Background: an optimization exercise with open tools, aiming at small area, a short achievable clock period and few clock cycles per item. Do not read the settings as production practice. No functional check of the RTL was part of any run shown here. Power is estimated from default activity; no workload was simulated.

**flow/design.v**
```verilog
module ras_strip_enc #(
    parameter MAXW = 32                  
) (
    input  wire        clk,
    input  wire        rst,              
    input  wire        in_valid,
    output wire        in_ready,
    input  wire [15:0] in_data,          
    input  wire        in_sof,           
    input  wire        in_eof,           
    input  wire [4:0]  cfg_depth,        
    input  wire        cfg_mosaic,       
    input  wire [5:0]  cfg_width,        
    output wire        out_valid,
    input  wire        out_ready,
    output wire [7:0]  out_data,
    output wire        out_last          
);
    localparam ESC = 24;
    reg         adv;                     
    assign in_ready = adv;
    integer i;
    reg         v1;
    reg [15:0]  x1r;                     
    reg         sof1, eof1;
    reg [4:0]   depth1;
    reg         mos1;
    reg [5:0]   w1;
    reg [7:0]   hmask1;                  
    reg [5:0]   col1;
    reg [1:0]   row1;                    
    reg         odd1;
    wire        take    = adv & in_valid;
    wire        wrap1   = (col1 + 6'd1 == w1);
    always @(posedge clk) begin
        if (rst)
            v1 <= 1'b0;
        else if (adv)
            v1 <= in_valid;
        if (take) begin
            x1r  <= in_data;
            sof1 <= in_sof;
            eof1 <= in_eof;
            if (in_sof) begin
                depth1 <= cfg_depth;
                mos1   <= cfg_mosaic;
                w1     <= cfg_width;
                for (i = 0; i < 8; i = i + 1)
                    hmask1[i] <= (cfg_depth > i + 8);
                col1   <= 6'd0;
                row1   <= 2'd0;
                odd1   <= 1'b0;
            end else if (wrap1) begin
                col1   <= 6'd0;
                row1   <= (row1 == 2'd2) ? 2'd2 : row1 + 2'd1;
                odd1   <= ~odd1;
            end else begin
                col1   <= col1 + 6'd1;
            end
        end
    end
    wire [15:0] mask1 = {hmask1, 8'hFF};
    wire [15:0] x1    = x1r & mask1;
    wire [6:0]  sw1   = mos1 ? {w1, 1'b0} : {1'b0, w1};
    wire [5:0]  dsel1 = sw1[5:0] - 6'd1;
    wire        sh1   = adv & v1;
    reg  [15:0] seg32 [0:31];
    reg  [15:0] seg16 [0:15];
    reg  [15:0] seg8  [0:7];
    reg  [15:0] seg4  [0:3];
    reg  [15:0] seg2  [0:1];
    reg  [15:0] seg1;
    wire [15:0] o32 = dsel1[5] ? seg32[31] : x1;
    wire [15:0] o16 = dsel1[4] ? seg16[15] : o32;
    wire [15:0] o8  = dsel1[3] ? seg8[7]   : o16;
    wire [15:0] o4  = dsel1[2] ? seg4[3]   : o8;
    wire [15:0] o2  = dsel1[1] ? seg2[1]   : o4;
    reg  [6:0]  osel;
    wire [5:0]  wm1 = cfg_width - 6'd1;
    always @(posedge clk) begin
        if (take && in_sof) begin
            osel[0] <= cfg_mosaic || wm1[0];
            osel[1] <= !cfg_mosaic && wm1[1:0] == 2'b10;
            osel[2] <= !cfg_mosaic && wm1[2:0] == 3'b100;
            osel[3] <= !cfg_mosaic && wm1[3:0] == 4'b1000;
            osel[4] <= !cfg_mosaic && wm1[4:0] == 5'b10000;
            osel[5] <= !cfg_mosaic && wm1[5:0] == 6'b100000;
            osel[6] <= !cfg_mosaic && wm1[5:0] == 6'b000000;
        end
    end
    wire [15:0] bn = ({16{osel[0]}} & seg1)      | ({16{osel[1]}} & seg2[1])
                   | ({16{osel[2]}} & seg4[3])   | ({16{osel[3]}} & seg8[7])
                   | ({16{osel[4]}} & seg16[15]) | ({16{osel[5]}} & seg32[31])
                   | ({16{osel[6]}} & x1);
    reg  [15:0] na1, nb1, left1, up1;
    reg  [15:0] pre1;                    
    reg         altb1, dgea1, dgeb1, dlea1, dleb1;
    reg  [15:0] gad1, gbd1;              
    wire [15:0] an = mos1 ? left1 : x1;
    wire [15:0] dn = mos1 ? up1 : nb1;
    always @(posedge clk) begin
        if (sh1) begin
            seg32[0] <= x1;
            for (i = 1; i < 32; i = i + 1)
                seg32[i] <= seg32[i - 1];
            seg16[0] <= o32;
            for (i = 1; i < 16; i = i + 1)
                seg16[i] <= seg16[i - 1];
            seg8[0] <= o16;
            for (i = 1; i < 8; i = i + 1)
                seg8[i] <= seg8[i - 1];
            seg4[0] <= o8;
            for (i = 1; i < 4; i = i + 1)
                seg4[i] <= seg4[i - 1];
            seg2[0] <= o4;
            seg2[1] <= seg2[0];
            seg1    <= o2;
            left1 <= x1;
            up1   <= nb1;
            na1   <= an;
            nb1   <= bn;
            pre1  <= dn - an - bn;
            altb1 <= an < bn;
            dgea1 <= dn >= an;
            dgeb1 <= dn >= bn;
            dlea1 <= dn <= an;
            dleb1 <= dn <= bn;
            gad1  <= (dn <= an) ? an - dn : dn - an;
            gbd1  <= (dn <= bn) ? bn - dn : dn - bn;
        end
    end
    wire [1:0]  st1  = mos1 ? 2'd2 : 2'd1;
    wire        top1 = row1 < st1;
    wire        lft1 = col1 < {4'd0, st1};
    wire [15:0] e_a   = x1r - na1;
    wire [15:0] e_b   = x1r - nb1;
    wire [15:0] e_med = x1r + pre1;
    wire [15:0] msbh1 = mask1 & ~{1'b0, mask1[15:1]};    
    wire [15:0] e_h   = x1r ^ msbh1;                     
    reg  [15:0] e1;
    always @(*) begin
        if (top1 && lft1)
            e1 = e_h;
        else if (top1)
            e1 = e_a;
        else if (lft1)
            e1 = e_b;
        else if (dgea1 && dgeb1)
            e1 = altb1 ? e_a : e_b;          
        else if (dlea1 && dleb1)
            e1 = altb1 ? e_b : e_a;          
        else
            e1 = e_med;                      
    end
    wire        neg1  = |(e1 & msbh1);
    wire [15:0] m1    = ({e1[14:0], 1'b0} ^ {16{neg1}}) & mask1;
    wire        flat1 = top1 | lft1;
    wire [16:0] g1    = {1'b0, gad1} + {1'b0, gbd1};
    reg  [3:0]  gclass1;
    always @(*) begin
        gclass1 = 4'd0;
        for (i = 0; i < 17; i = i + 1)
            if (g1[i])
                gclass1 = (i >= 14) ? 4'd15 : i + 1;
        if (flat1)
            gclass1 = 4'd0;
    end
    wire [1:0]  colour1 = mos1 ? {odd1, col1[0]} : 2'd0;
    wire [5:0]  ctx1    = {colour1, gclass1};
    reg         v2, sof2, eof2;
    reg [15:0]  m2;
    reg [5:0]   ctx2;
    reg [63:0]  ctxh2;                   
    reg [4:0]   depth2;
    always @(posedge clk) begin
        if (rst)
            v2 <= 1'b0;
        else if (adv)
            v2 <= v1;
        if (adv) begin
            sof2   <= sof1;
            eof2   <= eof1;
            m2     <= m1;
            ctx2   <= ctx1;
            ctxh2  <= 64'd1 << ctx1;
            depth2 <= depth1;
        end
    end
    reg  [21:0] ctx_a [0:63];
    reg  [5:0]  ctx_n [0:63];            
    reg  [63:0] ctx_v;                   
    reg  [21:0] rda2;
    reg  [5:0]  rdn2;
    always @(*) begin
        rda2 = 22'd0;
        rdn2 = 6'd0;
        for (i = 0; i < 64; i = i + 1) begin
            rda2 = rda2 | ({22{ctxh2[i]}} & ctx_a[i]);
            rdn2 = rdn2 | ({6{ctxh2[i]}} & ctx_n[i]);
        end
    end
    reg         v3, eof3;
    reg [21:0]  a3;
    reg [5:0]   n3;
    reg [15:0]  m3;
    reg [5:0]   ctx3;
    reg [4:0]   depth3;
    wire        half3   = (n3 == 6'd63);
    wire [22:0] asum3   = {1'b0, a3} + {7'd0, m3} + {22'd0, half3};
    wire [21:0] anew3   = half3 ? asum3[22:1] : asum3[21:0];
    wire [5:0]  nnew3   = half3 ? 6'd32 : n3 + 6'd1;
    wire        fwd2    = v3 && !sof2 && (ctx3 == ctx2);
    wire        hit2    = |(ctx_v & ctxh2) && !sof2;
    wire [21:0] ainit2  = 22'd1 << (depth2 - 5'd6);
    wire [21:0] ard2    = fwd2 ? anew3 : (hit2 ? rda2 : ainit2);
    wire [5:0]  nrd2    = fwd2 ? nnew3 : (hit2 ? rdn2 : 6'd1);
    always @(posedge clk) begin
        if (rst)
            v3 <= 1'b0;
        else if (adv)
            v3 <= v2;
        if (adv) begin
            eof3   <= eof2;
            a3     <= ard2;
            n3     <= nrd2;
            m3     <= m2;
            ctx3   <= ctx2;
            depth3 <= depth2;
        end
        if (adv && v3) begin
            ctx_a[ctx3] <= anew3;
            ctx_n[ctx3] <= nnew3;
        end
        if (adv && v2 && sof2)
            ctx_v <= 64'd0;
        else if (adv && v3)
            ctx_v[ctx3] <= 1'b1;
    end
    reg  [15:0] t3;
    reg  [5:0]  lo3;
    always @(*) begin
        for (i = 0; i < 16; i = i + 1) begin
            lo3   = a3 >> i;
            t3[i] = (i < depth3) && ((a3 >> (i + 6)) != 0 || lo3 > n3
                    || (lo3 == n3 && (a3 & ((22'd1 << i) - 22'd1)) != 0));
        end
    end
    wire [4:0]  k3;
    assign k3[4] = t3[15];
    assign k3[3] = t3[7] & ~t3[15];
    assign k3[2] = (t3[3] & ~t3[7]) | (t3[11] & ~t3[15]);
    assign k3[1] = (t3[1] & ~t3[3]) | (t3[5] & ~t3[7]) | (t3[9] & ~t3[11])
                 | (t3[13] & ~t3[15]);
    assign k3[0] = (t3[0] & ~t3[1]) | (t3[2] & ~t3[3]) | (t3[4] & ~t3[5])
                 | (t3[6] & ~t3[7]) | (t3[8] & ~t3[9]) | (t3[10] & ~t3[11])
                 | (t3[12] & ~t3[13]) | (t3[14] & ~t3[15]);
    reg         v4, eof4;
    reg [15:0]  m4;
    reg [4:0]   k4;
    reg [4:0]   depth4;
    always @(posedge clk) begin
        if (rst)
            v4 <= 1'b0;
        else if (adv)
            v4 <= v3;
        if (adv) begin
            eof4   <= eof3;
            m4     <= m3;
            k4     <= k3;
            depth4 <= depth3;
        end
    end
    wire [15:0] q4     = m4 >> k4;
    wire        esc4   = q4 >= ESC;
    wire [15:0] fk4    = m4 << (5'd16 - k4);
    wire [15:0] fd4    = m4 << (5'd16 - depth4);
    wire [15:0] field4 = esc4 ? fd4 : fk4;
    wire [4:0]  qe4    = esc4 ? 5'd24 : q4[4:0];
    wire [5:0]  len4   = esc4 ? 6'd24 + {1'b0, depth4}
                               : {1'b0, q4[4:0]} + {1'b0, k4} + 6'd1;
    reg         v5, eof5, esc5;
    reg [4:0]   qe5;
    reg [15:0]  field5;
    reg [5:0]   len5;
    always @(posedge clk) begin
        if (rst)
            v5 <= 1'b0;
        else if (adv)
            v5 <= v4;
        if (adv) begin
            eof5   <= eof4;
            esc5   <= esc4;
            qe5    <= qe4;
            field5 <= field4;
            len5   <= len4;
        end
    end
    wire [39:0] ones5  = ~({40{1'b1}} >> qe5);
    wire [5:0]  fsh5   = {1'b0, qe5} + {5'd0, !esc5};
    wire [39:0] code5  = ones5 | ({field5, 24'd0} >> fsh5);
    reg         v6, eof6;
    reg [39:0]  code6;
    reg [5:0]   len6;
    always @(posedge clk) begin
        if (rst)
            v6 <= 1'b0;
        else if (adv)
            v6 <= v5;
        if (adv) begin
            eof6  <= eof5;
            code6 <= code5;
            len6  <= len5;
        end
    end
    reg  [63:0] acc;
    reg  [6:0]  occ;
    reg  [7:0]  lastf;
    reg         hv, tv;
    reg  [7:0]  hd, td;
    reg         hl, tl;
    wire        push   = (occ >= 7'd8) && !tv;
    wire        app    = adv && v6;
    wire [6:0]  sh     = push ? occ - 7'd8 : occ;
    wire [63:0] acc_s  = push ? {acc[55:0], 8'd0} : acc;
    wire [7:0]  lst_s  = push ? {1'b0, lastf[7:1]} : lastf;
    wire [63:0] cins   = {code6, 24'd0} >> sh[4:0];
    wire [6:0]  occ_a  = sh + {1'b0, len6};
    wire [6:0]  occ_r  = (occ_a + 7'd7) & 7'h78;
    wire [6:0]  occ_n  = app ? (eof6 ? occ_r : occ_a) : sh;
    wire [2:0]  lidx   = occ_r[5:3] - 3'd1;
    always @(posedge clk) begin
        if (rst) begin
            acc   <= 64'd0;
            occ   <= 7'd0;
            lastf <= 8'd0;
            adv   <= 1'b1;
        end else begin
            acc   <= app ? (acc_s | cins) : acc_s;
            occ   <= occ_n;
            lastf <= (app && eof6) ? (lst_s | (8'd1 << lidx)) : lst_s;
            adv   <= (occ_n <= 7'd24);
        end
    end
    wire        load_h = !hv || out_ready;
    always @(posedge clk) begin
        if (rst) begin
            hv <= 1'b0;
            tv <= 1'b0;
        end else if (load_h) begin
            hv <= tv || push;
            tv <= 1'b0;
        end else if (push) begin
            tv <= 1'b1;
        end
        if (load_h) begin
            hd <= tv ? td : acc[63:56];
            hl <= tv ? tl : lastf[0];
        end else if (push) begin
            td <= acc[63:56];
            tl <= lastf[0];
        end
    end
    assign out_valid = hv;
    assign out_data  = hd;
    assign out_last  = hl;
endmodule
```
**flow/run.sh**
```bash
#!/bin/bash
# synth_recipe.tcl (not shown) runs the flow's synth.tcl, then flattens the netlist and writes it again
# the make line also repeats each setting of config.mk as NAME=value (left out here)
make -C /OpenROAD-flow-scripts/flow DESIGN_CONFIG=/design/flow/config.mk WORK_HOME=/design/flow/orfs CLKGATE_MAP_FILE= SYNTH_SCRIPT=/design/flow/synth_recipe.tcl finish
```
**flow/constraint.sdc**
```tcl
create_clock -name core_clock -period 18.0 [get_ports {clk}]
set_input_delay 3.6000 -clock core_clock [delete_from_list [all_inputs] [get_ports {clk}]]
set_output_delay 3.6000 -clock core_clock [all_outputs]
set_load 0.01 [all_outputs]
```
**flow/config.mk**
```make
export PLATFORM = sky130hd
export DESIGN_NAME = ras_strip_enc
export DESIGN_NICKNAME = ras_strip_enc
export VERILOG_FILES = /design/flow/design.v
export SDC_FILE = /design/flow/constraint.sdc
export NUM_CORES = 8
export LEC_CHECK = 0
export CAP_MARGIN = 20
export CORE_MARGIN = 2
export CORE_UTILIZATION = 30
export SLEW_MARGIN = 20
```
==> notes.md, run 1 <==
CP required=18,630 ps; CTS Buf Count=345; TritonRoute pass-1 iters=6; Syn. warnings=6; min Tclk post-route=6160 ps; Vias/cell=5.70; Post CTS Setup Buffer Count=0; Fmax=162 MHz; Die W=674 um; post-CTS sizing=0; Clock Path Buffers=4; fill count=42,000; total gr overflow=0; first-pass GRT wire length=629,000 um; Cell variety after synth=91; DP HPWL=267,000 um; antenna-violating nets left=0; post-synthesis sequential area ratio=0.743; worst min path class=reg2reg; static leakage=51.5 nW; Slowest-stage cell, CP=ha_1; DRC Markers=0; Clock Pin Slew Worst Setup and Hold Paths=60 ps; Total GRT Usage=0.194; initial antenna violation count=51; total power=28.0 mW; Rows=245; GRT met3 Usage=0.0581; share of cells above drive strength 1=0.119; syn nets=8,915; Starting Density=0.302; Core Area=446,000 um2; met1 Track Usage GR=0.248; dominant synthesized flop cell=edfxtp_1; clk sinks=3,377; Min Hold Slack=399 ps; CP Class=reg2reg; Synth area leaders=edfxtp_1 72%, ha_1 2.7%, a22oi_1 2.5%, dfxtp_1 2.3%, a221oi_1 1.9%; Nets=9,169; crit-path max FO=23; Post-CTS Hold Buffers=0; ratio of final minimum period to clock period=0.342; DIE HEIGHT=674 um; share of the synthesized area in the top cell type=0.720; max-cap viol count=0; H-tree depth=5; Worst slew margin=0.146; Max rail drop VDD=0.382 mV; Layout Skew=72.5 ps; Setup TNS Final=0 ps; Synth area leader=edfxtp_1; Pwr Density=180 nW/um2; final setup vio count=0; WL final=459,000 um; Root Buffer=clkbuf_16; syn_area_per_cell=15.7 um2; Area Growth Syn to Fin=15.5%; synthesized area=134,000 um2; Slew Limit Fails=0; Port Buffers=44; WL/cell=30.4 um; Vias=86,000; worst skew pair latency=970 ps; layer carrying the most global-route usage=met2; crit end category=flip-flop; Total Die Area=454,000 um2; Worst setup SP type=flip-flop; initial DRC count=14,200; number of synthesized flops with an enable pin=3,225; worst path cell trace=clkinv_1, mux2_2, o2111a_1, o2111ai_1, o221a_2, o22a_1, ha_1, mux4_2, mux2i_1, nor2_1, a21oi_1, a211oi_1; worst-margin pin slew=1280 ps; met2 Usage GRT=0.290; TritonCTS clock tree=yes; Post-synth ARST share=0; RSZ-0062 raised after global routing=false; vias in the first global route=80,800; io pins=45; flops & latches, synth=3,377; Slowest Stage Delay on Critical Path=880 ps; Data arrival, critical path=6790 ps; Final Hold Viols=0; largest net degree at the start of global routing=221; Synth Instances=8,577; status=no timing/DRC/antenna violations; GP Congestion=0.886
area by class of cell:
type	instances	area (um2)	share of cell area
tap	5928	7420	0.0477
clock buffer	429	9090	0.0585
timing repair buffer	318	2620	0.0169
inverter	202	758	0.00488
antenna	48	120	0.000773
sequential	3377	99900	0.643
multi-input combinational	4587	33100	0.213
clock inverter	200	2330	0.0150
synth_stat cells (all sizes together), types with 37 or more instances:
cell	count
inv	200
clkbuf	316
nor3	85
mux2i	239
edfxtp	3225
o21ai	170
nor2b	50
nor4	43
nand2	486
mux2	128
nand4	148
xor2	66
and3	41
buf	95
dfxtp	152
a21o	77
o211ai	37
nand2b	49
o21a	42
a31oi	70
and2	37
a211oi	43
a21oi	320
a221oi	288
nand3	151
nor2	526
xnor2	116
a22o	270
ha	292
a22oi	456
power by group:
| group | leakage [nW] | internal (mW) | switching [mW] |
|---|---|---|---|
| Clock | 5.53 | 4.16 | 3.11 |
| Combinational | 15.1 | 2.45 | 6.47 |
| Sequential | 30.9 | 11.2 | 0.650 |
| Total | 51.5 | 17.8 | 10.2 |
registers in the layout, summed over array words and instances, names as in the netlist, 22 cells and up:
register and cells:
seg32 512, seg2 32, seg4 64, ctx_a 1408, seg16 256, ctxh2 64
ctx_n 384, ctx_v 64, acc 64, seg8 128, code6 40, a3 22
cell usage in the layout, fill, tap and decap left out, types with 265 or more instances in the layout:
cell       count
a22oi_1      456
clkbuf_16    347
a21oi_1      311
nor2_1       454
nand2_1      484
a22o_1       270
ha_1         292
edfxtp_1    3225
buf_4        265
a221oi_1     288
worst max-delay path, delay by kind of cell, from the launching register on:
kind | cells | cell delay, ps
AND/OR/NAND/NOR | 1 | 60
buffers and inverters | 1 | 690
flip-flops | 1 | 800
AO/OA/AOI/OAI | 6 | 2120
multiplexers | 3 | 1300
adder cells (fa/ha/maj) | 1 | 880
metal layers:
layer / wire [um] / vias up
li1: - / 34700
met1: 167000 / 43300
met2: 196000 / 6326
met3: 62400 / 1634
met4: 33400 / 22
met5: 365 / -
kinds of logic after synthesis:
group,Yosys count,share of synthesized area
AND/OR/NAND/NOR,1707,0.0594
adder cells (fa/ha/maj),304,0.0290
buffers and inverters,613,0.0173
multiplexers,374,0.0297
AO/OA/AOI/OAI,2020,0.110
XOR/XNOR,182,0.0119
flip-flops,3377,0.743
worst paths after layout:
| path | start | cells after the start | endpoint | slack, ps |
|---|---|---|---|---|
| worst min-delay path | seg32[16][7] | 0 | seg32[17][7] | 400 |
| worst max register to register | k4[0] | 12 | field5[12] | 11840 |
| worst max-delay path | k4[0] | 12 | field5[12] | 11840 |
| worst min register to register | seg32[16][7] | 0 | seg32[17][7] | 400 |
metrics by stage:
stage / util / cells / instance area (um2) / setup WS [ps]
after floorplan: - / 8577 / 134000 / 3400
after global placement: 0.322 / 14400 / 144000 / 11840
final: 0.349 / 15100 / 155000 / 11840
after global routing: 0.348 / 15100 / 155000 / 11350
after detailed placement: 0.322 / 14400 / 144000 / 11820
after CTS: 0.348 / 15000 / 155000 / 11810
==> inputs of run 2 (changes only) <==
--- a/flow/config.mk
+++ b/flow/config.mk
@@ -6,6 +6,6 @@
 export NUM_CORES = 8
 export LEC_CHECK = 0
-export CAP_MARGIN = 20
+export CAP_MARGIN = 50
 export CORE_MARGIN = 2
 export CORE_UTILIZATION = 30
-export SLEW_MARGIN = 20
+export SLEW_MARGIN = 70
==> notes.md, run 2 <==
max-cap viol count=0; Die W=674 um; DP HPWL=296,000 um; DIE HEIGHT=674 um; Slowest-stage cell, CP=clkdlybuf4s50_1; Cell variety after synth=91; WL final=464,000 um; Fmax=177 MHz; Root Buffer=clkbuf_16; Rows=245; syn nets=8,915; post-CTS sizing=0; Post-synth ARST share=0; synthesized area=134,000 um2; Synth area leaders=edfxtp_1 72%, ha_1 2.7%, a22oi_1 2.5%, dfxtp_1 2.3%, a221oi_1 1.9%; top-count cell post-synth=edfxtp_1; Largest register FFs=1,408; ratio of final minimum period to clock period=0.314; Total Die Area=454,000 um2; Vias=87,500; Hold Path Stages=0; Slowest Stage Delay on Critical Path=710 ps; Pwr Density=178 nW/um2; RSZ-0062 raised after global routing=false; initial antenna violation count=45; top post-synthesis cells by count=3,225 x edfxtp_1, 525 x nor2_1, 484 x nand2_1, 456 x a22oi_1, 319 x a21oi_1; CP required=14,400 ps; Syn. warnings=6; static leakage=54.0 nW; Data arrival, critical path=2050 ps; Slew Limit Fails=0; vias in the first global route=82,600; post-synthesis sequential area ratio=0.743; number of synthesized flops with an enable pin=3,225; Critical path buffers and inverters=1; Nets=9,527; worst skew pair latency=970 ps; Synth area leader=edfxtp_1; CP Class=reg2out; Synth Instances=8,577; crit end category=output port; Worst setup SP type=flip-flop; Setup TNS Final=0 ps; TritonCTS clock tree=yes; Post-Place Worst Slack=12,640 ps; largest registers=ctx_a: 1408 flops, seg32: 512 flops, ctx_n: 384 flops; Clock Path Buffers=4; clk sinks=3,377; setup ws final=12,350 ps; status=no timing/DRC/antenna violations; fill count=41,500; share of cells above drive strength 1=0.163; Core Area=446,000 um2; Critical R2R Launch=mos1; antenna-violating nets left=0; CTS Buf Count=341; H-tree depth=5; dominant synthesized flop cell=edfxtp_1; WL/cell=30.0 um; share of the synthesized area in the top cell type=0.720; worst-margin pin slew=516 ps; DRC Markers=0; crit-path max FO=4; syn_area_per_cell=15.7 um2; GP Congestion=0.886; largest net degree at the start of global routing=67; Final Hold Viols=0; commonest non-fill, non-tap cell in the layout=edfxtp_1; RR Endpoint=pre1[15]; Clock Pin Slew Worst Setup and Hold Paths=60 ps; flops & latches, synth=3,377; commonest non-fill, non-tap cells in the layout=3,225 x edfxtp_1, 475 x nand2_1, 456 x a22oi_1, 442 x nor2_1, 346 x clkbuf_16; worst path cell trace=clkdlybuf4s50_1; Layout Skew=68.7 ps; io pins=45; cell family with most CP delay=buffers and inverters; hold wc startpoint=seg32[19][7]; Vias/cell=5.67; Port Buffers=44; total gr overflow=0; Worst Hold End=seg32[20][7]; Post CTS Setup Buffer Count=0; final setup vio count=0; TritonRoute pass-1 iters=9; Biggest register=ctx_a; Total GRT Usage=0.197; Worst slew margin=0.656; min Tclk post-route=5650 ps; initial DRC count=14,300; reg2reg path depth=21; Non-Filler Instances=15,400; Area Growth Syn to Fin=19.6%; r2r setup slk=12,770 ps; Post-CTS Hold Buffers=0; Placed Cells=14,700; Max rail drop VDD=0.244 mV; first-pass GRT wire length=638,000 um; worst min path class=reg2reg; Starting Density=0.302; post-route core utilization=0.361
[run 2: cell counts after synthesis]
Identical to the previous run, type by type.
[run 2: power by group]
group	internal, mW	switching (mW)
Combinational	3.12	6.91
Sequential	11.1	0.479
Clock	3.99	3.04
[run 2: cells by family (layout without fill, tap and decap cells)]
| logic type | after synthesis | count (layout) | synth area share |
|---|---|---|---|
| DFF | 3377 | 3377 | 0.743 |
| xor gates and xnor gates | 182 | 182 | 0.0119 |
| muxes | 374 | 374 | 0.0297 |
| buffers and inverters | 613 | 1494 | 0.0173 |
| adders and majority gates | 304 | 304 | 0.0290 |
| and+or+nand+nor | 1707 | 1707 | 0.0594 |
| other | 0 | 50 | 0 |
| AOI/OAI and AO/OA | 2020 | 2020 | 0.110 |
[run 2: per-stage QoR]
step	hold slack [ps]	area (um2)	total power [mW]
6_report	400	161000	28.7
2_1_floorplan	400	134000	17.0
4_1_cts	371	160000	28.2
3_5_place_dp	405	149000	21.2
3_3_place_gp	400	144000	20.3
5_1_grt	386	161000	29.5
[run 2: area by class of cell]
class | instances | area, um2 | share of cell area
tap | 5928 | 7420 | 0.0461
sequential | 3377 | 99900 | 0.621
inverter | 202 | 767 | 0.00477
clock buffer | 419 | 8970 | 0.0558
timing repair buffer | 680 | 7700 | 0.0479
clock inverter | 193 | 1920 | 0.0120
multi-input combinational | 4587 | 34000 | 0.211
antenna | 50 | 125 | 0.000778
[run 2: worst max path at each step]
stage / slack, ps / cells after the start / startpoint / end
3_5_place_dp: 12640 / 21 / mos1 / pre1[15]
4_1_cts: 12240 / 1 / adv / in_ready
6_report: 12350 / 1 / adv / in_ready
2_1_floorplan: 3400 / 2 / adv / altb1
5_1_grt: 12300 / 1 / adv / in_ready
3_3_place_gp: 11840 / 12 / k4[0] / field5[8]
[run 2: layer usage]
layer / up-vias / part of all wire / global-route usage / wire length [um]
li1: 35400 / - / - / -
met5: - / 0.00062 / 0.000638 / 289
met2: 6482 / 0.43 / 0.291 / 197000
met1: 43900 / 0.36 / 0.253 / 169000
met3: 1689 / 0.13 / 0.0569 / 61800
met4: 30 / 0.077 / 0.122 / 35500
==> inputs of run 3 (changes only) <==
--- a/flow/design.v
+++ b/flow/design.v
@@ -19,5 +19,6 @@
     localparam ESC = 24;
     reg         adv;                     
-    assign in_ready = adv;
+    reg         rdy;                     
+    assign in_ready = rdy;
     integer i;
     reg         v1;
@@ -31,5 +32,5 @@
     reg [1:0]   row1;                    
     reg         odd1;
-    wire        take    = adv & in_valid;
+    wire        take    = rdy & in_valid;
     wire        wrap1   = (col1 + 6'd1 == w1);
     always @(posedge clk) begin
@@ -37,5 +38,5 @@
             v1 <= 1'b0;
         else if (adv)
-            v1 <= in_valid;
+            v1 <= take;
         if (take) begin
             x1r  <= in_data;
@@ -96,7 +97,9 @@
     reg  [15:0] pre1;                    
     reg         altb1, dgea1, dgeb1, dlea1, dleb1;
-    reg  [15:0] gad1, gbd1;              
+    reg  [15:0] ad1, bd1;                
     wire [15:0] an = mos1 ? left1 : x1;
     wire [15:0] dn = mos1 ? up1 : nb1;
+    wire [15:0] pre_s = dn ^ ~an ^ ~bn;
+    wire [15:0] pre_c = (dn & ~an) | (dn & ~bn) | (~an & ~bn);
     always @(posedge clk) begin
         if (sh1) begin
@@ -120,5 +123,5 @@
             na1   <= an;
             nb1   <= bn;
-            pre1  <= dn - an - bn;
+            pre1  <= pre_s + {pre_c[14:0], 1'b1} + 16'd1;
             altb1 <= an < bn;
             dgea1 <= dn >= an;
@@ -126,6 +129,6 @@
             dlea1 <= dn <= an;
             dleb1 <= dn <= bn;
-            gad1  <= (dn <= an) ? an - dn : dn - an;
-            gbd1  <= (dn <= bn) ? bn - dn : dn - bn;
+            ad1   <= an - dn;
+            bd1   <= bn - dn;
         end
     end
@@ -153,8 +156,9 @@
             e1 = e_med;                      
     end
-    wire        neg1  = |(e1 & msbh1);
-    wire [15:0] m1    = ({e1[14:0], 1'b0} ^ {16{neg1}}) & mask1;
     wire        flat1 = top1 | lft1;
-    wire [16:0] g1    = {1'b0, gad1} + {1'b0, gbd1};
+    wire        sa1   = !dlea1;          
+    wire        sb1   = !dleb1;          
+    wire [16:0] g1    = {1'b0, ad1 ^ {16{sa1}}} + {1'b0, bd1 ^ {16{sb1}}}
+                      + {15'd0, sa1} + {15'd0, sb1};
     reg  [3:0]  gclass1;
     always @(*) begin
@@ -169,5 +173,6 @@
     wire [5:0]  ctx1    = {colour1, gclass1};
     reg         v2, sof2, eof2;
-    reg [15:0]  m2;
+    reg [15:0]  e2;
+    reg [7:0]   hmask2;
     reg [5:0]   ctx2;
     reg [63:0]  ctxh2;                   
@@ -181,5 +186,6 @@
             sof2   <= sof1;
             eof2   <= eof1;
-            m2     <= m1;
+            e2     <= e1;
+            hmask2 <= hmask1;
             ctx2   <= ctx1;
             ctxh2  <= 64'd1 << ctx1;
@@ -187,4 +193,8 @@
         end
     end
+    wire [15:0] mask2 = {hmask2, 8'hFF};
+    wire [15:0] msbh2 = mask2 & ~{1'b0, mask2[15:1]};    
+    wire        neg2  = |(e2 & msbh2);
+    wire [15:0] m2    = ({e2[14:0], 1'b0} ^ {16{neg2}}) & mask2;
     reg  [21:0] ctx_a [0:63];
     reg  [5:0]  ctx_n [0:63];            
@@ -203,8 +213,8 @@
     reg [21:0]  a3;
     reg [5:0]   n3;
+    reg         half3;                   
     reg [15:0]  m3;
     reg [5:0]   ctx3;
     reg [4:0]   depth3;
-    wire        half3   = (n3 == 6'd63);
     wire [22:0] asum3   = {1'b0, a3} + {7'd0, m3} + {22'd0, half3};
     wire [21:0] anew3   = half3 ? asum3[22:1] : asum3[21:0];
@@ -224,4 +234,5 @@
             a3     <= ard2;
             n3     <= nrd2;
+            half3  <= (nrd2 == 6'd63);
             m3     <= m2;
             ctx3   <= ctx2;
@@ -255,5 +266,12 @@
                  | (t3[6] & ~t3[7]) | (t3[8] & ~t3[9]) | (t3[10] & ~t3[11])
                  | (t3[12] & ~t3[13]) | (t3[14] & ~t3[15]);
-    reg         v4, eof4;
+    reg         esc3;
+    always @(*) begin
+        esc3 = 1'b0;
+        for (i = 0; i <= 16; i = i + 1)
+            if ((i == 0 || t3[i - 1]) && (i == 16 || !t3[i]) && {8'd0, m3} >= (ESC << i))
+                esc3 = 1'b1;
+    end
+    reg         v4, eof4, esc4;
     reg [15:0]  m4;
     reg [4:0]   k4;
@@ -266,4 +284,5 @@
         if (adv) begin
             eof4   <= eof3;
+            esc4   <= esc3;
             m4     <= m3;
             k4     <= k3;
@@ -272,5 +291,4 @@
     end
     wire [15:0] q4     = m4 >> k4;
-    wire        esc4   = q4 >= ESC;
     wire [15:0] fk4    = m4 << (5'd16 - k4);
     wire [15:0] fd4    = m4 << (5'd16 - depth4);
@@ -279,6 +297,7 @@
     wire [5:0]  len4   = esc4 ? 6'd24 + {1'b0, depth4}
                                : {1'b0, q4[4:0]} + {1'b0, k4} + 6'd1;
-    reg         v5, eof5, esc5;
-    reg [4:0]   qe5;
+    wire [4:0]  fsh4   = esc4 ? 5'd24 : q4[4:0] + 5'd1;
+    reg         v5, eof5;
+    reg [4:0]   qe5, fsh5;
     reg [15:0]  field5;
     reg [5:0]   len5;
@@ -290,6 +309,6 @@
         if (adv) begin
             eof5   <= eof4;
-            esc5   <= esc4;
             qe5    <= qe4;
+            fsh5   <= fsh4;
             field5 <= field4;
             len5   <= len4;
@@ -297,5 +316,4 @@
     end
     wire [39:0] ones5  = ~({40{1'b1}} >> qe5);
-    wire [5:0]  fsh5   = {1'b0, qe5} + {5'd0, !esc5};
     wire [39:0] code5  = ones5 | ({field5, 24'd0} >> fsh5);
     reg         v6, eof6;
@@ -335,5 +353,7 @@
             lastf <= 8'd0;
             adv   <= 1'b1;
+            rdy   <= 1'b0;
         end else begin
+            rdy   <= (occ_n <= 7'd24);
             acc   <= app ? (acc_s | cins) : acc_s;
             occ   <= occ_n;
--- a/flow/config.mk
+++ b/flow/config.mk
@@ -8,4 +8,5 @@
 export CAP_MARGIN = 50
 export CORE_MARGIN = 2
-export CORE_UTILIZATION = 30
+export CORE_UTILIZATION = 40
+export CTS_CLUSTER_SIZE = 30
 export SLEW_MARGIN = 70
==> notes.md, run 3 <==
Layout Skew=169 ps; post-synthesis sequential area ratio=0.742; Clock Path Buffers=4; Internal Power=17.1 mW; Slowest Stage Delay on Critical Path=580 ps; switching part of the total power=0.341; Logic pwr share=0.299; RR Endpoint=adv; Starting Density=0.402; Post-synth ARST share=0; Vias=85,800; top post-synthesis cells by count=3,239 x edfxtp_1, 552 x a22oi_1, 435 x nor2_1, 425 x nand2_1, 304 x clkbuf_1; Critical R2R Launch=occ[1]; hold wc startpoint=seg32[20][0]; Total GRT Usage=0.257; sequential share of power=0.427; share of cells above drive strength 1=0.163; cell family with most CP delay=buffers and inverters; clk sinks=3,392; max-cap viol count=0; dominant synthesized flop cell=edfxtp_1; final setup vio count=0; H-tree depth=5; Setup TNS Final=0 ps; total gr overflow=0; ratio of final minimum period to clock period=0.307; Cell variety after synth=97; Max rail drop VDD=0.208 mV; Port Buffers=44; CP Class=reg2out; Pwr Density=163 nW/um2; Worst setup SP type=flip-flop; Area Growth Syn to Fin=17.9%; Synth area leader=edfxtp_1; Critical path buffers and inverters=1; Slew Limit Fails=0; Fmax=181 MHz; crit-path max FO=3; Largest register FFs=1,408; Post-Place Worst Slack=12,640 ps; Core Area=336,000 um2; Post-CTS Hold Buffers=0; CP required=14,400 ps; number of synthesized flops with an enable pin=3,239; Syn. warnings=8; CTS Buf Count=346; Die W=585 um; static leakage=53.3 nW; r2r setup slk=13,020 ps; Clock Pin Slew Worst Setup and Hold Paths=60 ps; NetSw=8.88 mW; crit end category=output port; Synth Instances=8,488; io pins=45; GP Congestion=0.910; largest registers=ctx_a: 1408 flops, seg32: 496 flops, ctx_n: 384 flops; synthesized area=135,000 um2; Hold Path Stages=0; Root Buffer=clkbuf_16; commonest non-fill, non-tap cell in the layout=edfxtp_1; Worst Hold End=seg32[21][0]; commonest non-fill, non-tap cells in the layout=3,239 x edfxtp_1, 552 x a22oi_1, 413 x nand2_1, 357 x nor2_1, 352 x clkbuf_16; Synth area leaders=edfxtp_1 72%, a22oi_1 3.1%, ha_1 2.8%, dfxtp_1 2.3%, a221oi_1 1.5%; largest net degree at the start of global routing=76; Post CTS Setup Buffer Count=0; Final Hold Viols=0; Slowest-stage cell, CP=clkdlybuf4s50_1; DP HPWL=282,000 um; worst path cell trace=clkdlybuf4s50_1; DRC Markers=0; reg2reg path depth=16; CP Depth=1; worst-margin pin slew=520 ps; setup ws final=12,480 ps; Data arrival, critical path=1920 ps; WL/cell=32.6 um; share of the synthesized area in the top cell type=0.720; worst min path class=reg2reg; Worst slew margin=0.654; first-pass GRT wire length=621,000 um; syn nets=8,850; syn_area_per_cell=15.9 um2; TritonRoute pass-1 iters=6; Vias/cell=6.19; initial antenna violation count=17; min Tclk post-route=5520 ps; DIE HEIGHT=585 um; post-CTS sizing=0; vias in the first global route=80,700; clock network fraction of design power=0.274; WL final=452,000 um; Biggest register=ctx_a; status=no timing/DRC/antenna violations; Total Die Area=342,000 um2; top-count cell post-synth=edfxtp_1; initial DRC count=13,100; Nets=9,401; RSZ-0062 raised after global routing=false; antenna-violating nets left=0; worst skew pair latency=1000 ps; Rows=213; flops & latches, synth=3,392; TritonCTS clock tree=yes
==> run 3: changes by cell type in the layout (fill, tap and decap cells not counted), moves of 40 or more <==
cell / previous run / this run
a22oi_1: 456 / 552
mux2i_1: 234 / 142
nor2_1: 442 / 357
nand2_1: 475 / 413
a21oi_1: 300 / 239
a221oi_1: 285 / 226
nor3_1: 72 / 120
a22o_1: 270 / 229
buf_4: 190 / 150
==> run 3: per-layer routing <==
layer  wire [um]  track usage
met2      195000        0.383
met1      165000        0.337
met5          73     0.000280
met4       32800        0.153
met3       58900       0.0685
==> run 3: area by class of cell <==
type	instances	area, um2
clock buffers	424	9120
repair buffers	607	7160
diodes	15	37.5
well taps	4515	5650
clock inverters	209	2040
flip-flops and latches	3392	100000
fillers	28300	177000
multi-input cells	4477	34200
inverters	215	808
==> run 3: worst max-delay path by stage <==
stage	start	end
after floorplan	adv	ad1[0]
after global placement	occ[0]	adv
after detailed placement	in_sof	w1[1]
after CTS	rdy	in_ready
after global routing	rdy	in_ready
final	rdy	in_ready
==> run 3: logic make-up after synthesis <==
family,after synthesis,share of synthesized area
compound gates,1935,0.105
xor+xnor,202,0.0134
fa+ha+maj,328,0.0318
buf+inv,619,0.0174
flops,3392,0.742
mux,321,0.0288
simple gates,1691,0.0609
==> run 3: metrics by stage <==
stage	hold slack, ps	util	cells	cell area (um2)	power [mW]
after floorplan	400	-	8488	135000	15.3
after global placement	400	0.423	12900	142000	17.9
after detailed placement	405	0.439	13200	148000	18.5
after CTS	354	0.472	13800	159000	25.6
after global routing	360	0.474	13800	159000	26.7
final	356	0.474	13900	159000	26.0
==> run 3: power by group through the flow <==
stage | Clock, mW | Combinational (mW) | Sequential, mW
2_1_floorplan | 0 | 3.94 | 11.4
3_3_place_gp | 0 | 6.44 | 11.4
3_5_place_dp | 0 | 7.24 | 11.3
4_1_cts | 7.20 | 7.26 | 11.1
5_1_grt | 7.49 | 8.09 | 11.1
6_report | 7.12 | 7.77 | 11.1
==> inputs of run 4 (changes only) <==
==> flow/flow/run.sh (new file) <==
#!/bin/bash
# The standard layout (standard.sh: the standard flow's synthesis and ORFS flow), with
# two changes to how the layout is optimised, none to the constraints:
#  - repair_timing is asked for extra setup slack (SETUP_SLACK_MARGIN), so
#    that it keeps sizing and buffering paths well below the clock period;
#  - the port buffers are buf_4 cells.
# Each step's output goes to a log file of its own in this folder.
set -euo pipefail
export SETUP_SLACK_MARGIN=12.5
export BUFFER_PORTS_ARGS="-buffer_cell sky130_fd_sc_hd__buf_4"
bash standard.sh synth > synth.log 2>&1
bash standard.sh floorplan > floorplan.log 2>&1
bash standard.sh place > place.log 2>&1
bash standard.sh cts > cts.log 2>&1
bash standard.sh route > route.log 2>&1
bash standard.sh finish > finish.log 2>&1
==> flow/standard.sh (new file) <==
#!/bin/bash
# synth_recipe.tcl (not shown) runs the flow's synth.tcl, then flattens the netlist and writes it again
# the make line also repeats each setting of config.mk as NAME=value (left out here)
make -C /OpenROAD-flow-scripts/flow DESIGN_CONFIG=/design/flow/config.mk WORK_HOME=/design/flow/orfs CLKGATE_MAP_FILE= SYNTH_SCRIPT=/design/flow/synth_recipe.tcl "${@:-finish}"
--- a/flow/config.mk
+++ b/flow/config.mk
@@ -9,4 +9,3 @@
 export CORE_MARGIN = 2
 export CORE_UTILIZATION = 40
-export CTS_CLUSTER_SIZE = 30
 export SLEW_MARGIN = 70
removed: flow/run.sh
==> notes.md, run 4 <==
status=no timing/DRC/antenna violations; Synth area leader=edfxtp_1; Root Buffer=clkbuf_16; max-cap viol count=0; Largest register FFs=1,408; reg2reg path depth=17; Logic pwr share=0.297; Pwr Density=163 nW/um2; post-route core utilization=0.472; top post-synthesis cells by count=3,239 x edfxtp_1, 552 x a22oi_1, 435 x nor2_1, 425 x nand2_1, 304 x clkbuf_1; Vias/cell=6.17; dominant synthesized flop cell=edfxtp_1; CTS Buf Count=345; largest net degree at the start of global routing=75; Total Die Area=342,000 um2; Slowest-stage cell, CP=dfxtp_2; WL/cell=32.4 um; Cell variety after synth=97; Worst setup SP type=flip-flop; commonest non-fill, non-tap cell in the layout=edfxtp_1; number of synthesized flops with an enable pin=3,239; vias in the first global route=79,900; met1 Track Usage GR=0.339; CP Depth=1; layer carrying the most global-route usage=met2; worst-margin pin slew=515 ps; RR Endpoint=adv; total power=25.8 mW; NetSw=8.81 mW; Final Hold Viols=0; Worst slew margin=0.656; crit-path max FO=3; Critical path origin=rdy; syn nets=8,850; initial antenna violation count=17; crit end category=output port; WL final=447,000 um; worst path cell trace=buf_4; post-CTS sizing=0; worst skew pair latency=980 ps; RSZ-0062 raised after global routing=false; Port Buffers=44; GP Congestion=0.904; largest registers=ctx_a: 1408 flops, seg32: 496 flops, ctx_n: 384 flops; min Tclk post-route=5250 ps; Layout Skew=131 ps; flops & latches, synth=3,392; Rows=213; Vias=85,200; CP required=14,400 ps; Nets=9,381; fill count=28,400; DP HPWL=278,000 um; hold wc startpoint=seg16[6][12]; r2r setup slk=12,990 ps; GRT met3 Usage=0.0651; io pins=45; Biggest register=ctx_a; Post-CTS Hold Buffers=0; post-synthesis sequential area ratio=0.742; first-pass GRT wire length=616,000 um; synthesized area=135,000 um2; share of cells above drive strength 1=0.166; initial DRC count=13,300; syn_area_per_cell=15.9 um2; CP Class=reg2out; Synth area leaders=edfxtp_1 72%, a22oi_1 3.1%, ha_1 2.8%, dfxtp_1 2.3%, a221oi_1 1.5%; Worst Hold End=seg16[7][12]; sequential share of power=0.430; switching part of the total power=0.341; cell family with most CP delay=flip-flops; clk sinks=3,392; Hold Path Stages=0; top-count cell post-synth=edfxtp_1; TritonRoute pass-1 iters=8; DIE HEIGHT=585 um; TritonCTS clock tree=yes; Slowest Stage Delay on Critical Path=510 ps; Post-synth ARST share=0; commonest non-fill, non-tap cells in the layout=3,239 x edfxtp_1, 552 x a22oi_1, 414 x nand2_1, 353 x nor2_1, 349 x clkbuf_16; Clock Pin Slew Worst Setup and Hold Paths=60 ps; Core Area=336,000 um2; Syn. warnings=8; Die W=585 um; met2 Usage GRT=0.384; clock network fraction of design power=0.273; Synth Instances=8,488; Total GRT Usage=0.255; share of the synthesized area in the top cell type=0.720; Area Growth Syn to Fin=17.6%; Critical path buffers and inverters=1; total gr overflow=0; Max rail drop VDD=0.240 mV; worst min path class=reg2reg; Internal Power=17.0 mW; Data arrival, critical path=1650 ps; Critical R2R Launch=occ[1]; antenna-violating nets left=0; Fmax=191 MHz; H-tree depth=5; Setup TNS Final=0 ps; Clock Path Buffers=4; static leakage=53.1 nW; ratio of final minimum period to clock period=0.291; Post CTS Setup Buffer Count=0; final setup vio count=0; DRC Markers=0; Slew Limit Fails=0; Starting Density=0.402
run 4: cell counts after synthesis:
No cell type changed its count.
run 4: power groups by stage:
stage                     clock (mW)  sequential [mW]  combinational (mW)
final                           7.05             11.1                7.69
after global routing            7.43             11.1                8.03
after CTS                       7.14             11.1                7.23
after detailed placement           0             11.3                7.21
after global placement             0             11.4                6.42
after floorplan                    0             11.3                3.94
run 4: cell families (layout without fill, tap and decap cells):
kind of cell | count (synthesis) | count (layout) | share of synthesized area
xor gates and xnor gates | 202 | 202 | 0.0134
AOI/OAI and AO/OA | 1935 | 1935 | 0.105
adders and majority gates | 328 | 328 | 0.0318
muxes | 321 | 321 | 0.0288
DFF | 3392 | 3392 | 0.742
buffers and inverters | 619 | 1427 | 0.0174
and+or+nand+nor | 1691 | 1691 | 0.0609
other | 0 | 7 | 0
run 4: how the worst max path moves through the flow:
stage               slack [ps]        to
finish                   12750  in_ready
global route             12640  in_ready
CTS                      12660  in_ready
detailed placement       13110       adv
global placement         12060       adv
floorplan                 7320    ad1[0]
run 4: worst register-to-register path, cell delays in order, from the launching register on:
cell      delay, ps
dfxtp_2         320
clkbuf_8        280
nor3_2          410
a311o_1         310
nor2b_4         180
buf_8           360
xnor2_2         170
buf_6           370
inv_2           270
ha_1            360
a21oi_1         370
xnor2_2         180
nor4_2          350
xnor3_1         270
mux2i_1         260
o311ai_1        190
a21oi_1         180
or2_2           130
run 4: stage by stage:
stage | hold WS [ps] | area [um2] | setup WS (ps) | cells
3_5_place_dp | 405 | 147000 | 13110 | 13200
2_1_floorplan | 400 | 135000 | 7320 | 8488
5_1_grt | 368 | 159000 | 12640 | 13800
6_report | 351 | 159000 | 12750 | 13800
4_1_cts | 359 | 158000 | 12660 | 13800
3_3_place_gp | 400 | 142000 | 12060 | 12900
run 4: per-layer routing:
layer	wire [um]	vias up
met2	193000	5879
met1	166000	43000
li1	-	34900
met5	48	-
met3	57000	1479
met4	30600	6
run 4: area by class of cell:
| type | instances | area [um2] | area share |
|---|---|---|---|
| inverter | 215 | 811 | 0.00510 |
| multi-input combinational | 4477 | 34300 | 0.216 |
| tap | 4515 | 5650 | 0.0356 |
| timing repair buffer | 588 | 6730 | 0.0423 |
| clock buffer | 425 | 9060 | 0.0570 |
| sequential | 3392 | 100000 | 0.632 |
| antenna | 7 | 17.5 | 0.000110 |
| clock inverter | 199 | 2000 | 0.0126 |
==> inputs of run 5 (changes only) <==
--- a/flow/design.v
+++ b/flow/design.v
@@ -176,5 +176,4 @@
     reg [7:0]   hmask2;
     reg [5:0]   ctx2;
-    reg [63:0]  ctxh2;                   
     reg [4:0]   depth2;
     always @(posedge clk) begin
@@ -189,5 +188,4 @@
             hmask2 <= hmask1;
             ctx2   <= ctx1;
-            ctxh2  <= 64'd1 << ctx1;
             depth2 <= depth1;
         end
@@ -200,4 +198,5 @@
     reg  [5:0]  ctx_n [0:63];            
     reg  [63:0] ctx_v;                   
+    wire [63:0] ctxh2 = 64'd1 << ctx2;   
     reg  [21:0] rda2;
     reg  [5:0]  rdn2;
@@ -337,27 +336,29 @@
     reg  [7:0]  hd, td;
     reg         hl, tl;
-    wire        push   = (occ >= 7'd8) && !tv;
+    reg         ge8;                     
+    wire        push   = ge8 && !tv;
     wire        app    = adv && v6;
-    wire [6:0]  sh     = push ? occ - 7'd8 : occ;
-    wire [63:0] acc_s  = push ? {acc[55:0], 8'd0} : acc;
-    wire [7:0]  lst_s  = push ? {1'b0, lastf[7:1]} : lastf;
-    wire [63:0] cins   = {code6, 24'd0} >> sh[4:0];
-    wire [6:0]  occ_a  = sh + {1'b0, len6};
-    wire [6:0]  occ_r  = (occ_a + 7'd7) & 7'h78;
-    wire [6:0]  occ_n  = app ? (eof6 ? occ_r : occ_a) : sh;
+    wire [63:0] acc_a  = app ? (acc | ({code6, 24'd0} >> occ[4:0])) : acc;
+    wire [6:0]  occ_a  = occ + (app ? {1'b0, len6} : 7'd0);
+    wire [6:0]  occ_r  = (app && eof6) ? {occ_a[6:3] + {3'd0, occ_a[2:0] != 3'd0}, 3'd0}
+                                       : occ_a;
     wire [2:0]  lidx   = occ_r[5:3] - 3'd1;
+    wire [7:0]  lst_a  = (app && eof6) ? (lastf | (8'd1 << lidx)) : lastf;
+    wire        fit_n  = push ? (occ_r <= 7'd32) : (occ_r <= 7'd24);
     always @(posedge clk) begin
         if (rst) begin
             acc   <= 64'd0;
             occ   <= 7'd0;
+            ge8   <= 1'b0;
             lastf <= 8'd0;
             adv   <= 1'b1;
             rdy   <= 1'b0;
         end else begin
-            rdy   <= (occ_n <= 7'd24);
-            acc   <= app ? (acc_s | cins) : acc_s;
-            occ   <= occ_n;
-            lastf <= (app && eof6) ? (lst_s | (8'd1 << lidx)) : lst_s;
-            adv   <= (occ_n <= 7'd24);
+            acc   <= push ? {acc_a[55:0], 8'd0} : acc_a;
+            occ   <= push ? occ_r - 7'd8 : occ_r;
+            ge8   <= push ? (occ_r >= 7'd16) : (occ_r >= 7'd8);
+            lastf <= push ? {1'b0, lst_a[7:1]} : lst_a;
+            adv   <= fit_n;
+            rdy   <= fit_n;
         end
     end
==> flow/flow/run.sh (replaced) <==
#!/bin/bash
# The standard layout (standard.sh: the standard flow's synthesis and ORFS flow, all
# steps), with one change to how it is made: the buffers that ORFS puts on
# every input and output port are buf_4 cells (BUFFER_PORTS_ARGS).
# Each step's output goes to a log file of its own in this folder.
set -euo pipefail
export BUFFER_PORTS_ARGS="-buffer_cell sky130_fd_sc_hd__buf_4"
bash standard.sh synth > synth.log 2>&1
bash standard.sh floorplan > floorplan.log 2>&1
bash standard.sh place > place.log 2>&1
bash standard.sh cts > cts.log 2>&1
bash standard.sh route > route.log 2>&1
bash standard.sh finish > finish.log 2>&1
==> notes.md, run 5 <==
vias in the first global route=80,800; flops & latches, synth=3,329; Logic pwr share=0.292; antenna-violating nets left=0; clk sinks=3,329; syn nets=8,993; worst path cell trace=buf_4; initial DRC count=12,700; Data arrival, critical path=1640 ps; Rows=212; Slowest Stage Delay on Critical Path=530 ps; Final Hold Viols=0; synthesized area=134,000 um2; status=no timing/DRC/antenna violations; initial antenna violation count=15; r2r setup slk=13,330 ps; ratio of final minimum period to clock period=0.291; share of the synthesized area in the top cell type=0.714; Die W=582 um; Area Growth Syn to Fin=18.2%; post-synthesis sequential area ratio=0.737; Port Buffers=44; min Tclk post-route=5240 ps; total gr overflow=0; NetSw=8.47 mW; Nets=9,632; DIE HEIGHT=582 um; Starting Density=0.401; WL final=443,000 um; Post-synth ARST share=0; largest registers=ctx_a: 1408 flops, seg32: 496 flops, ctx_n: 384 flops; Fmax=191 MHz; post-CTS sizing=0; reg2reg path depth=15; Internal Power=17.2 mW; Critical path buffers and inverters=1; Slowest-stage cell, CP=dfxtp_2; Total GRT Usage=0.254; RSZ-0062 raised after global routing=false; H-tree depth=5; hold wc startpoint=seg32[28][8]; Critical R2R Launch=a3[0]; Slew Limit Fails=0; final setup vio count=0; top-count cell post-synth=edfxtp_1; TritonCTS clock tree=yes; cell family with most CP delay=flip-flops; worst-margin pin slew=529 ps; Root Buffer=clkbuf_16; GP Congestion=0.905; Clock Path Buffers=4; worst skew pair latency=1000 ps; switching part of the total power=0.330; Worst Hold End=seg32[29][8]; number of synthesized flops with an enable pin=3,175; WL/cell=31.8 um; Worst slew margin=0.648; crit-path max FO=3; static leakage=54.4 nW; commonest non-fill, non-tap cell in the layout=edfxtp_1; Setup TNS Final=0 ps; Synth area leaders=edfxtp_1 71%, a22oi_1 5.1%, ha_1 2.9%, dfxtp_1 2.3%, nand2_1 1.6%; CTS Buf Count=341; Synth area leader=edfxtp_1; Max rail drop VDD=0.133 mV; Post-CTS Hold Buffers=0; fill count=27,900; Clock Pin Slew Worst Setup and Hold Paths=60 ps; io pins=45; Layout Skew=137 ps; CP Class=reg2out; Hold Path Stages=0; CP required=14,400 ps; Post CTS Setup Buffer Count=0; Synth Instances=8,625; syn_area_per_cell=15.5 um2; Pwr Density=162 nW/um2; clock network fraction of design power=0.274; Cell variety after synth=101; crit end category=output port; Vias=85,200; Core Area=333,000 um2; DRC Markers=0; worst min path class=reg2reg; Worst setup SP type=flip-flop; total power=25.6 mW; top post-synthesis cells by count=3,175 x edfxtp_1, 913 x a22oi_1, 578 x nand2_1, 504 x nor2_1, 317 x clkbuf_1; RR Endpoint=ctx_a[17][18]; Vias/cell=6.12; share of cells above drive strength 1=0.176; DP HPWL=282,000 um; max-cap viol count=0; Syn. warnings=8; TritonRoute pass-1 iters=8; Biggest register=ctx_a; Largest register FFs=1,408; Total Die Area=338,000 um2; dominant synthesized flop cell=edfxtp_1; first-pass GRT wire length=614,000 um; commonest non-fill, non-tap cells in the layout=3,175 x edfxtp_1, 913 x a22oi_1, 573 x nand2_1, 390 x nor2_1, 346 x clkbuf_16; largest net degree at the start of global routing=71; sequential share of power=0.434
## run 5: area by class of cell
cell class	instances	area, um2	share of cell area
Sequential cell	3329	98400	0.624
Multi-Input combinational cell	4673	34700	0.220
Clock buffer	418	8930	0.0566
Timing Repair Buffer	693	7260	0.0460
Tap cell	4387	5490	0.0348
Clock inverter	206	2070	0.0131
Inverter	226	862	0.00546
Antenna cell	7	17.5	0.000111
## run 5: kinds of logic (layout without fill, tap and decap cells)
group                      count (synthesis)  after routing  share of synthesized area
other                                      0              7                          0
muxes                                    320            320                     0.0290
adders and majority gates                334            334                     0.0327
xor gates and xnor gates                 200            200                     0.0131
and+or+nand+nor                         1893           1893                     0.0671
AOI/OAI and AO/OA                       1926           1926                      0.103
buffers and inverters                    623           1543                     0.0185
DFF                                     3329           3329                      0.737
## run 5: layer usage
| metal | global-route usage | wire [um] | vias up |
|---|---|---|---|
| met5 | 0 | 126 | - |
| met3 | 0.0634 | 56200 | 1448 |
| li1 | - | - | 35200 |
| met4 | 0.138 | 30300 | 10 |
| met1 | 0.342 | 166000 | 42600 |
| met2 | 0.378 | 190000 | 5912 |
## run 5: how the worst max path moves through the flow
stage / to / start / cells after the start / slack (ps)
final: in_ready / rdy / 1 / 12760
after global routing: in_ready / rdy / 1 / 12700
after CTS: in_ready / rdy / 1 / 12690
after detailed placement: lastf[5] / rst / 5 / 13140
after global placement: lastf[5] / rst / 3 / 12680
after floorplan: ad1[0] / adv / 1 / 1220
## run 5: per-stage QoR
step           cells  setup slack [ps]  instance area (um2)  hold slack [ps]  utilization
2_1_floorplan   8625              1220               134000              400            -
3_3_place_gp   12900             12680               141000              400        0.423
3_5_place_dp   13300             13140               146000              405        0.438
4_1_cts        13900             12690               157000              338        0.471
5_1_grt        13900             12700               158000              357        0.474
6_report       13900             12760               158000              346        0.474
## run 5: power by group through the flow
stage	Combinational, mW	Clock (mW)	Sequential (mW)
2_1_floorplan	3.94	0	11.5
3_3_place_gp	6.13	0	11.5
3_5_place_dp	7.04	0	11.3
4_1_cts	7.06	7.11	11.2
5_1_grt	7.98	7.41	11.2
6_report	7.49	7.02	11.1
==> inputs of run 6 (changes only) <==
--- a/flow/config.mk
+++ b/flow/config.mk
@@ -9,3 +9,4 @@
 export CORE_MARGIN = 2
 export CORE_UTILIZATION = 40
+export CTS_BUF_LIST = sky130_fd_sc_hd__clkbuf_8
 export SLEW_MARGIN = 70
==> notes.md, run 6 <==
Starting Density=0.401; Worst slew margin=0.652; Core Area=333,000 um2; CP required=14,400 ps; Final Hold Viols=0; Slew Limit Fails=0; antenna-violating nets left=0; TritonCTS clock tree=yes; syn_area_per_cell=15.5 um2; Internal Power=16.3 mW; post-synthesis sequential area ratio=0.737; RSZ-0062 raised after global routing=false; largest net degree at the start of global routing=71; crit-path max FO=3; worst skew pair latency=1280 ps; status=no timing/DRC/antenna violations; Data arrival, critical path=1840 ps; Vias/cell=6.06; initial DRC count=12,600; Worst setup SP type=flip-flop; clock network fraction of design power=0.251; Synth area leader=edfxtp_1; Clock Path Buffers=4; Rows=212; DP HPWL=282,000 um; Clock Pin Slew Worst Setup and Hold Paths=60 ps; WL/cell=31.2 um; synthesized area=134,000 um2; GRT met3 Usage=0.0668; met2 Usage GRT=0.379; Cell variety after synth=101; Syn. warnings=8; Post-Place Worst Slack=13,140 ps; share of the synthesized area in the top cell type=0.714; initial antenna violation count=8; WL final=445,000 um; Total GRT Usage=0.255; min Tclk post-route=5440 ps; post-CTS sizing=0; Synth area leaders=edfxtp_1 71%, a22oi_1 5.1%, ha_1 2.9%, dfxtp_1 2.3%, nand2_1 1.6%; Max rail drop VDD=0.133 mV; worst-margin pin slew=522 ps; Area Growth Syn to Fin=17.5%; Largest register FFs=1,408; Post CTS Setup Buffer Count=0; flops & latches, synth=3,329; switching part of the total power=0.344; max-cap viol count=0; Setup TNS Final=0 ps; top post-synthesis cells by count=3,175 x edfxtp_1, 913 x a22oi_1, 578 x nand2_1, 504 x nor2_1, 317 x clkbuf_1; Synth Instances=8,625; layer carrying the most global-route usage=met2; ratio of final minimum period to clock period=0.302; Vias=86,500; largest registers=ctx_a: 1408 flops, seg32: 496 flops, ctx_n: 384 flops; Pwr Density=158 nW/um2; vias in the first global route=82,600; share of cells above drive strength 1=0.190; first-pass GRT wire length=618,000 um; Die W=582 um; final setup vio count=0; number of synthesized flops with an enable pin=3,175; commonest non-fill, non-tap cell in the layout=edfxtp_1; Port Buffers=44; Fmax=184 MHz; Post-CTS Hold Buffers=0; Logic pwr share=0.302; setup ws final=12,560 ps; commonest non-fill, non-tap cells in the layout=3,175 x edfxtp_1, 913 x a22oi_1, 573 x nand2_1, 573 x clkbuf_8, 408 x inv_1; H-tree depth=6; CP Class=reg2out; crit end category=output port; NetSw=8.55 mW; Layout Skew=214 ps; Post-synth ARST share=0; dominant synthesized flop cell=edfxtp_1; DRC Markers=0; static leakage=54.9 nW; Root Buffer=clkbuf_8; syn nets=8,993; sequential share of power=0.448; DIE HEIGHT=582 um; worst path cell trace=buf_4; worst min path class=reg2reg; met1 Track Usage GR=0.342; Slowest-stage cell, CP=dfxtp_2; CTS Buf Count=548; clk sinks=3,329; cell family with most CP delay=flip-flops; TritonRoute pass-1 iters=9; io pins=45; Slowest Stage Delay on Critical Path=500 ps; total gr overflow=0; Critical path buffers and inverters=1; top-count cell post-synth=edfxtp_1; GP Congestion=0.905; Total Die Area=338,000 um2; Nets=9,839; Biggest register=ctx_a
-- run 6: kinds of logic (layout without fill, tap and decap cells) --
| kind of cell | Yosys count | in the layout | synth area share |
|---|---|---|---|
| flip-flops | 3329 | 3329 | 0.737 |
| AO/OA/AOI/OAI | 1926 | 1926 | 0.103 |
| AND/OR/NAND/NOR | 1893 | 1893 | 0.0671 |
| buffers and inverters | 623 | 1873 | 0.0185 |
| adder cells (fa/ha/maj) | 334 | 334 | 0.0327 |
| multiplexers | 320 | 320 | 0.0290 |
| XOR/XNOR | 200 | 200 | 0.0131 |
| other | 0 | 16 | 0 |
-- run 6: power groups by stage --
stage | clock network (mW) | registers [mW] | logic (mW)
global placement | 0 | 11.5 | 6.13
CTS | 6.33 | 11.2 | 7.06
floorplan | 0 | 11.5 | 3.94
finish | 6.24 | 11.1 | 7.50
detailed placement | 0 | 11.3 | 7.04
global route | 6.67 | 11.2 | 7.98
-- run 6: stage by stage --
| stage | instance area (um2) | hold WS, ps | std cells | util | power [mW] |
|---|---|---|---|---|---|
| floorplan | 134000 | 400 | 8625 | - | 15.4 |
| global placement | 141000 | 400 | 12900 | 0.423 | 17.6 |
| detailed placement | 146000 | 405 | 13300 | 0.438 | 18.3 |
| CTS | 156000 | 316 | 14200 | 0.469 | 24.6 |
| global route | 157000 | 309 | 14300 | 0.471 | 25.8 |
| finish | 157000 | 321 | 14300 | 0.471 | 24.9 |
-- run 6: cell type report --
class	count	area [um2]
Antenna cell	16	40.0
Clock inverter	387	2280
Multi-Input combinational cell	4673	34700
Sequential cell	3329	98400
Timing Repair Buffer	693	7310
Clock buffer	567	7800
Fill cell	28200	176000
Inverter	226	862
Tap cell	4387	5490
-- run 6: worst paths after layout --
path           startpoint            to  slack [ps]  depth (start not counted)
max                   rdy      in_ready       12560                          1
min          seg32[28][8]  seg32[29][8]         320                          0
max reg2reg         a3[0]  ctx_a[2][20]       13440                         15
min reg2reg  seg32[28][8]  seg32[29][8]         320                          0
-- run 6: layer usage --
metal  up-vias  share of wire
li1      35700              -
met1     43300           0.38
met2      6049           0.43
met3      1398           0.12
met4         8          0.065
met5         -        0.00059
==> inputs of run 7 (changes only) <==
--- a/flow/config.mk
+++ b/flow/config.mk
@@ -9,4 +9,6 @@
 export CORE_MARGIN = 2
 export CORE_UTILIZATION = 40
-export CTS_BUF_LIST = sky130_fd_sc_hd__clkbuf_8
+export CTS_BUF_LIST = sky130_fd_sc_hd__clkbuf_4 sky130_fd_sc_hd__clkbuf_8 sky130_fd_sc_hd__clkbuf_16
+export CTS_CLUSTER_DIAMETER = 100
+export CTS_CLUSTER_SIZE = 30
 export SLEW_MARGIN = 70
==> notes.md, run 7 <==
status=no timing/DRC/antenna violations; synthesized area=134,000 um2; Fmax=194 MHz; post-route cell area=151,000 um2; syn nets=8,993; Port Buffers=44; static leakage=51.2 nW; flops & latches, synth=3,329; GP Congestion=0.905; RSZ-0062 raised after global routing=false; Synth area leader=edfxtp_1; Worst setup SP type=flip-flop; ratio of final minimum period to clock period=0.286; Post-synth ARST share=0; Critical path buffers and inverters=1; initial DRC count=12,500; Pwr Density=150 nW/um2; Synth area leaders=edfxtp_1 71%, a22oi_1 5.1%, ha_1 2.9%, dfxtp_1 2.3%, nand2_1 1.6%; top-count cell post-synth=edfxtp_1; share of the synthesized area in the top cell type=0.714; hold wc startpoint=sof1; clk sinks=3,329; CTS Buf Count=144; largest registers=ctx_a: 1408 flops, seg32: 496 flops, ctx_n: 384 flops; Cell variety after synth=101; Post-CTS Hold Buffers=0; Post CTS Setup Buffer Count=0; total gr overflow=0; Final Hold Viols=0; DRC Markers=0; Worst slew margin=0.662; H-tree depth=4; io pins=45; top post-synthesis cells by count=3,175 x edfxtp_1, 913 x a22oi_1, 578 x nand2_1, 504 x nor2_1, 317 x clkbuf_1; CP required=14,400 ps; Nets=9,436; WL/cell=32.2 um; Slowest-stage cell, CP=dfxtp_2; dominant synthesized flop cell=edfxtp_1; total power=22.7 mW; Placed Cells=13,300; final setup vio count=0; Die W=582 um; post-CTS sizing=0; TritonRoute pass-1 iters=6; Largest register FFs=1,408; syn_area_per_cell=15.5 um2; post-synthesis sequential area ratio=0.737; Total GRT Usage=0.250; cell family with most CP delay=flip-flops; Synth Instances=8,625; Area Growth Syn to Fin=13.3%; vias in the first global route=78,500; Clock Pin Slew Worst Setup and Hold Paths=110 ps; CP Class=reg2out; Core Area=333,000 um2; Root Buffer=clkbuf_16; WL final=436,000 um; number of synthesized flops with an enable pin=3,175; Setup TNS Final=0 ps; Rows=212; Slowest Stage Delay on Critical Path=520 ps; Vias/cell=6.16; Critical R2R Launch=mos1; Starting Density=0.401; first-pass GRT wire length=603,000 um; worst min path class=reg2reg; Max rail drop VDD=0.138 mV; Vias=83,400; worst skew pair latency=970 ps; Clock Path Buffers=4; max-cap viol count=0; Total Die Area=338,000 um2; Data arrival, critical path=1560 ps; min Tclk post-route=5150 ps; Critical path origin=rdy; worst path cell trace=buf_4; commonest non-fill, non-tap cells in the layout=3,175 x edfxtp_1, 913 x a22oi_1, 573 x nand2_1, 390 x nor2_1, 306 x ha_1; Non-Filler Instances=13,500; share of cells above drive strength 1=0.155; DP HPWL=282,000 um; largest net degree at the start of global routing=71; initial antenna violation count=11; Layout Skew=124 ps; crit end category=output port; Syn. warnings=8; DIE HEIGHT=582 um; Biggest register=ctx_a; worst-margin pin slew=507 ps; commonest non-fill, non-tap cell in the layout=edfxtp_1; antenna-violating nets left=0; Slew Limit Fails=0; crit-path max FO=3; post-route core utilization=0.454; Post-DP Area=146,000 um2; TritonCTS clock tree=yes
run 7: layer usage:
metal	up-vias	part of all wire	global-route usage
li1	34600	-	-
met1	42000	0.38	0.339
met2	5522	0.43	0.377
met3	1250	0.12	0.0581
met4	12	0.062	0.123
met5	-	0.00066	0.00439
run 7: worst paths after layout:
path / cells after the start / slack (ps) / end
worst max-delay path: 1 / 12850 / in_ready
worst min-delay path: 0 / 360 / sof2
worst max register to register: 18 / 13510 / pre1[15]
worst min register to register: 0 / 360 / sof2
run 7: metrics by stage:
step / setup WS [ps] / hold WS [ps]
after global placement: 12680 / 400
after floorplan: 1220 / 400
after CTS: 12750 / 366
final: 12850 / 362
after detailed placement: 13140 / 405
after global routing: 12760 / 378
run 7: area by class of cell:
type / count / area [um2]
inverters: 226 / 862
fillers: 28500 / 182000
flip-flops and latches: 3329 / 98400
diodes: 9 / 22.5
clock inverters: 38 / 543
well taps: 4387 / 5490
clock buffers: 171 / 3840
multi-input cells: 4673 / 34700
repair buffers: 694 / 7340
run 7: kinds of logic (layout without fill, tap and decap cells):
group / after synthesis / in the layout / share of synthesized area
mux: 320 / 320 / 0.0290
xor+xnor: 200 / 200 / 0.0131
compound gates: 1926 / 1926 / 0.103
flops: 3329 / 3329 / 0.737
simple gates: 1893 / 1893 / 0.0671
other cells: 0 / 9 / 0
buf+inv: 623 / 1129 / 0.0185
fa+ha+maj: 334 / 334 / 0.0327
run 7: power breakdown:
group          leakage [nW]  switching, mW  internal (mW)
registers              30.5          0.403           10.7
logic                  18.6           5.02           2.47
clock network          2.17           2.44           1.61
total                  51.2           7.86           14.8

==> what the ideal ports hide <==
No port has a modelled driver above. Below, the same layouts with a new extraction and two added sets of constraints. Step 1, drivers: a clkbuf_16 drives clk and a buf_2 each remaining input, both assumed. Step 2 moves the port delays by t, midway between the first and last clock arrival at a register: inputs arrive t later, outputs are due t later. That takes back most of the time a late clock gives input paths. a / b / c = ideal / step 1 / step 2; a / b = the first two.
| run | t, ns | setup slack, ns | latest minus earliest clock arrival (ns) | pins driven straight from the clock port |
|---|---|---|---|---|
| run 1 | 1.031 | 11.842 / 11.842 / 11.842 | 0.074 / 0.074 | 1 |
| run 2 | 1.030 | 12.351 / 12.252 / 12.665 | 0.076 / 0.077 | 1 |
| run 3 | 1.012 | 12.483 / 12.387 / 12.601 | 0.184 / 0.184 | 1 |
| run 4 | 1.008 | 12.754 / 12.658 / 12.986 | 0.159 / 0.158 | 1 |
| run 5 | 1.013 | 12.763 / 12.669 / 13.011 | 0.156 / 0.156 | 1 |
| run 6 | 1.246 | 12.563 / 12.473 / 12.962 | 0.242 / 0.242 | 1 |
| run 7 | 0.967 | 12.845 / 12.751 / 12.978 | 0.187 / 0.187 | 1 |
After both steps every run listed still meets setup and hold.
